This is an optimization exercise on Yosys and OpenROAD, whose aim is small area, a short achievable clock period and few clock cycles, not a production implementation.
RTL that was checked went through simulation tests only; none was proved equivalent to the original.

==> inputs of xenon <==
==> flow/design.v (excerpt) <==
module modfront (
    input  wire         clk,
    input  wire         rst,
    input  wire         start,
    input  wire [31:0]  v0,
    input  wire [31:0]  v1,
    input  wire [31:0]  v2,
    input  wire [31:0]  vdc,
    input  wire [31:0]  vdc_min,
    input  wire [23:0]  per,
    input  wire         inject,
    input  wire         three_level,
    output wire         ready,
    output reg          done,
    output reg  [167:0] code_o,
    output reg  [5:0]   zero_o,
    output reg          sat,
    output reg          vdc_low
);
export LEC_CHECK = 0
export CAP_MARGIN = 20
export CORE_MARGIN = 2
export CORE_UTILIZATION = 40
export SLEW_MARGIN = 20
export SYNTH_HIERARCHICAL = 1
create_clock -name core_clock -period 24.0 [get_ports {clk}]
run.sh (not shown) runs the stock make flow with config.mk's settings and CLKGATE_MAP_FILE= SYNTH_SCRIPT=/design/flow/synth_recipe.tcl, a recipe that flattens the netlist after the stock synthesis.
==> sierra: changes against xenon <==
--- a/flow/design.v
+++ b/flow/design.v
@@ -255,48 +255,48 @@
     wire ab_le = ab_lt || ab_eq;
     wire ac_le = ac_lt || ac_eq;
     wire bc_le = bc_lt || bc_eq;
     assign mx = ab_ge ? (ac_ge ? a : c) : (bc_ge ? b : c);
     assign mn = ab_le ? (ac_le ? a : c) : (bc_le ? b : c);
 endmodule
 module duty_code (
     input  wire [31:0] d,
+    input  wire        x2,       
     input  wire [23:0] pm,
     input  wire [7:0]  pe,
     input  wire        pz,
     output wire [27:0] code,
     output wire        zero,
     output wire        sat
 );
     wire [7:0]  de     = d[30:23];
     wire        d_zero = d[31] || (de == 8'd0) || ((de == 8'hFF) && (d[22:0] != 23'd0));
-    wire        d_full = (de >= 8'd127);
+    wire        d_full = x2 ? (de >= 8'd126) : (de >= 8'd127);
     wire [47:0] prod   = {1'b1, d[22:0]} * pm;
-    wire [9:0]  t_full = 10'd300 - {2'd0, de} - {2'd0, pe};      
+    wire [9:0]  t_full = 10'd300 - {2'd0, de} - {2'd0, pe} - {9'd0, x2};    
     wire [5:0]  t      = (t_full > 10'd63) ? 6'd63 : t_full[5:0];
     wire        j24   = prod[47];
     wire        g1    = j24 ? prod[23] : prod[22];
     wire        st1   = j24 ? (|prod[22:0]) : (|prod[21:0]);
     wire        lsb1  = j24 ? prod[24] : prod[23];
     wire        up1   = g1 & (st1 | lsb1);
     wire [23:0] m0    = j24 ? prod[47:24] : prod[46:23];
     wire [24:0] m1    = {1'b0, m0} + {24'd0, up1};
     wire [5:0]  lsh_w = (j24 ? 6'd24 : 6'd23) - t;
     wire [2:0]  lsh   = lsh_w[2:0];
     wire        t_le  = j24 ? (t <= 6'd24) : (t <= 6'd23);
     wire [27:0] k_lo  = {3'd0, m1} << lsh;
-    wire [5:0]  t1    = t - 6'd1;
-    wire [47:0] w_all = prod >> t1;
-    wire [24:0] w     = w_all[24:0];
-    wire [47:0] m_t1  = (48'd1 << t1) - 48'd1;              
-    wire [47:0] m_j   = j24 ? 48'hFF_FFFF : 48'h7F_FFFF;    
-    wire [47:0] mid   = m_t1 & ~m_j;
-    wire        lo_nz = |(prod & mid);
-    wire        lo_all = &(prod | ~mid);
+    wire [24:0] ph    = prod[47:23];
+    wire [5:0]  t2    = t - 6'd24;                           
+    wire [24:0] w     = ph >> t2;
+    wire [24:0] m_t2  = (25'd1 << t2) - 25'd1;               
+    wire [24:0] mid   = j24 ? (m_t2 & ~25'd1) : m_t2;        
+    wire        lo_nz = |(ph & mid);
+    wire        lo_all = &(ph | ~mid);
     wire        c     = up1 ? (w[0] | (lo_all & w[1])) : (w[0] & (lo_nz | w[1]));
     wire [27:0] k_hi  = {4'd0, w[24:1]} + {27'd0, c};
     wire [27:0] k = pz ? 28'd0 : t_le ? k_lo : k_hi;
     assign code = d_zero ? 28'd0 : d_full ? {24'hFF_FFFF, 4'd0} : k;
     assign zero = d_zero;
     assign sat  = d_zero || d_full;
 endmodule
 module modfront (
@@ -316,36 +316,38 @@
     output reg  [167:0] code_o,
     output reg  [5:0]   zero_o,
     output reg          sat,
     output reg          vdc_low
 );
     localparam [31:0] F_HALF = 32'h3F00_0000;    
     localparam [31:0] F_ZERO = 32'h0000_0000;    
     localparam integer S0 = 2;
-    localparam integer R  = 5;
+    localparam integer R  = 4;
     localparam integer L  = 3;
     localparam integer NSTEP = (25 - S0 - L) / R;
     localparam [2:0] S_IDLE = 3'd0,
                      S_DIV  = 3'd1,
-                     S_SUM  = 3'd2,
-                     S_SUB  = 3'd3,
-                     S_ADD  = 3'd4,
-                     S_MUL  = 3'd5;
+                     S_MM   = 3'd2,
+                     S_SUM  = 3'd3,
+                     S_SUB  = 3'd4,
+                     S_ADD  = 3'd5,
+                     S_MUL  = 3'd6;
     reg [2:0] state;
     reg [2:0] cnt;
     reg        r_inject;
     reg        r_three;
     reg [22:0] r_dfrac;       
     reg [23:0] r_pm;          
     reg [7:0]  r_pe;          
     reg        r_pz;          
     reg [31:0] m [0:2];
-    reg [31:0] acc;           
+    reg [31:0] opa, opb;      
     reg [31:0] d;             
+    reg        d_x2;
     reg        d_neg;         
     reg [27:0] b_code [0:1];
     reg [1:0]  b_zero;
     reg [1:0]  b_sat;
     reg [1:0]  b_neg;
     assign ready = (state == S_IDLE);
     wire accept = (state == S_IDLE) && start;
     wire vdc_lt, vdc_eq, vdc_un;
@@ -384,48 +386,29 @@
             div_steps #(.R(R), .L(L)) u_steps (
                 .rem(dv_rem[g]), .q(dv_q[g]), .dfrac(r_dfrac), .cls(dv_cls[g]),
                 .sign(dv_sign[g]), .exp(dv_exp[g]),
                 .rem_o(st_rem[g]), .q_o(st_q[g]), .y(quo[g]));
         end
     endgenerate
     wire [31:0] mx, mn;
     fp_minmax3 u_mm (.a(m[0]), .b(m[1]), .c(m[2]), .mx(mx), .mn(mn));
-    wire [31:0] m_cur = m[cnt[1:0]];
-    reg  [31:0] add_a, add_b;
+    wire [31:0] add_a = opa;
+    wire [31:0] add_b = opb;
     wire [31:0] add_y;
-    always @* begin
-        case (state)
-            S_SUM:   begin add_a = mx;     add_b = mn;                        end
-            S_SUB:   begin add_a = m_cur;  add_b = {~z[31], z[30:0]};         end
-            default: begin add_a = F_HALF; add_b = m_cur;                     end
-        endcase
-    end
     fp_add u_add (.a(add_a), .b(add_b), .y(add_y));
-    wire [7:0]  s_exp = acc[30:23];
-    wire [31:0] z = (s_exp == 8'hFF) ? acc :
-                    (s_exp <= 8'd1)  ? {acc[31], 31'd0} :
-                                       {acc[31], s_exp - 8'd1, acc[22:0]};
-    function [31:0] dbl;     
-        input [31:0] x;
-        begin
-            if (x[30:23] == 8'd0 || x[30:23] == 8'hFF)
-                dbl = x;
-            else if (x[30:23] == 8'hFE)
-                dbl = {x[31], 8'hFF, 23'd0};
-            else
-                dbl = {x[31], x[30:23] + 8'd1, x[22:0]};
-        end
-    endfunction
-    wire        m_neg  = m_cur[31] && (m_cur[30:23] != 8'd0) &&
-                         !((m_cur[30:23] == 8'hFF) && (m_cur[22:0] != 23'd0));
-    wire [31:0] duty_n = !r_three ? add_y : m_neg ? dbl(add_y) : dbl(m_cur);
+    wire [7:0]  s_exp = add_y[30:23];
+    wire [31:0] neg_z = (s_exp == 8'hFF) ? {~add_y[31], add_y[30:0]} :
+                        (s_exp <= 8'd1)  ? {~add_y[31], 31'd0} :
+                                           {~add_y[31], s_exp - 8'd1, add_y[22:0]};
+    wire m_neg = opb[31] && (opb[30:23] != 8'd0) &&
+                 !((opb[30:23] == 8'hFF) && (opb[22:0] != 23'd0));
     wire [27:0] code_val;
     wire        d_zero, code_sat;
-    duty_code u_code (.d(d), .pm(r_pm), .pe(r_pe), .pz(r_pz),
+    duty_code u_code (.d(d), .x2(d_x2), .pm(r_pm), .pe(r_pe), .pz(r_pz),
                       .code(code_val), .zero(d_zero), .sat(code_sat));
     localparam [27:0] C_FULL = {24'hFF_FFFF, 4'd0};
     integer j;
     always @(posedge clk) begin
         if (rst) begin
             state   <= S_IDLE;
             cnt     <= 3'd0;
             done    <= 1'b0;
@@ -461,41 +444,54 @@
                     end
                 end
                 S_DIV: begin
                     for (j = 0; j < 3; j = j + 1) begin
                         dv_rem[j] <= st_rem[j];
                         dv_q[j]   <= st_q[j];
                     end
                     if (cnt == NSTEP) begin
-                        m[0]  <= quo[0];
-                        m[1]  <= quo[1];
-                        m[2]  <= quo[2];
-                        cnt   <= 3'd0;
-                        state <= r_inject ? S_SUM : S_ADD;
+                        m[0]   <= quo[0];
+                        m[1]   <= quo[1];
+                        m[2]   <= quo[2];
+                        opa    <= F_HALF;
+                        opb    <= quo[0];
+                        cnt    <= 3'd0;
+                        state  <= r_inject ? S_MM : S_ADD;
                     end else begin
                         cnt <= cnt + 3'd1;
                     end
                 end
+                S_MM: begin
+                    opa    <= mx;
+                    opb    <= mn;
+                    state  <= S_SUM;
+                end
                 S_SUM: begin
-                    acc   <= add_y;
-                    state <= S_SUB;
+                    opa    <= m[0];
+                    opb    <= neg_z;
+                    state  <= S_SUB;
                 end
                 S_SUB: begin
                     m[cnt[1:0]] <= add_y;
                     if (cnt == 3'd2) begin
+                        opa   <= F_HALF;
+                        opb   <= m[0];
                         cnt   <= 3'd0;
                         state <= S_ADD;
                     end else begin
+                        opa <= m[cnt[1:0] + 2'd1];
                         cnt <= cnt + 3'd1;
                     end
                 end
                 S_ADD: begin
-                    d     <= duty_n;
+                    d     <= (r_three && !m_neg) ? opb : add_y;
+                    d_x2  <= r_three;
                     d_neg <= m_neg;
+                    opb   <= m[cnt[1:0] + 2'd1];
                     if (cnt != 3'd0) begin
                         b_code[cnt[0] ^ 1'b1] <= code_val;
                         b_zero[cnt[0] ^ 1'b1] <= d_zero;
                         b_sat[cnt[0] ^ 1'b1]  <= code_sat;
                         b_neg[cnt[0] ^ 1'b1]  <= d_neg;
                     end
                     if (cnt == 3'd2) begin
                         state <= S_MUL;
==> flow/flow/run.sh (new file) <==
#!/bin/bash
# The standard layout (standard.sh: the standard flow's synthesis and ORFS steps, unchanged
# clock period and constraints), with timing repair aiming at a larger setup
# slack, so that repair_timing also shortens paths that already meet the clock.
set -euo pipefail
export SETUP_SLACK_MARGIN=11
bash standard.sh > flow_standard.log 2>&1
==> flow/standard.sh (new file) <==
#!/bin/bash
# synth_recipe.tcl (not shown) runs the flow's synth.tcl, then flattens the netlist and writes it again
# the make line also repeats each setting of config.mk as NAME=value (left out here)
make -C /OpenROAD-flow-scripts/flow DESIGN_CONFIG=/design/flow/config.mk WORK_HOME=/design/flow/orfs CLKGATE_MAP_FILE= SYNTH_SCRIPT=/design/flow/synth_recipe.tcl "${@:-finish}"
- CORE_UTILIZATION: 40 -> 45
removed: flow/run.sh
==> key figures <==
Detailed routing
  – Met3 Wirelength: 35.49 mm

Layout
  – Clock buffer count: 107

Global routing
  – Vias in the first global route: 104600

Outcome
  – Outcome: complete, no violations
(the above is from sierra)
==> key figures <==
Outcome
  – Outcome: complete, no violations

Timing
  – Final hold vios: 0
  – Unrepaired setup endpoints after global routing: false

Detailed routing
  – Met3 Wirelength: around 32 mm

Layout
  – Clock buffer count: roughly 100
  – ANT cells: 9

Global routing
  – Initial antenna violation count: 18
(the above is from xenon)
Testbench counts of sierra, summed over its fixed seeds: cycles 21,785.
Function not checked in xenon: the RTL went through the layout flow alone.

[separate check: timing with driven ports]
How much do the figures lean on ideal ports? The routed layouts below were timed once more, with nothing changed but the port constraints.
Step 1 sets driving cells, clkbuf_16 on the clock port and buf_2 on the other inputs (assumed; they add their load-dependent delay and slew).
Step 2 adds t to the input delays and takes it off the output delays; t is the mean of the earliest and latest rising clock arrival at the registers after step 1. Input paths then give back, and output paths get back, about the clock's delay inside the block.
Slacks: ideal / step 1 / step 2; pairs: ideal / step 1.
run | t (ns) | slack for setup (ns) | clock arrival spread, ns | slew at the worst register clock pin (ns)
xenon | 0.840 | 3.834 / 3.834 / 3.834 | 0.080 / 0.080 | 0.09 / 0.09
sierra | 0.822 | 11.112 / 11.184 / 10.363 | 0.073 / 0.073 | 0.07 / 0.07
After both steps every run listed still meets setup and hold. The setup slack of sierra, which loses most, moves by +0.072 ns with the drivers and by -0.749 ns with both steps.
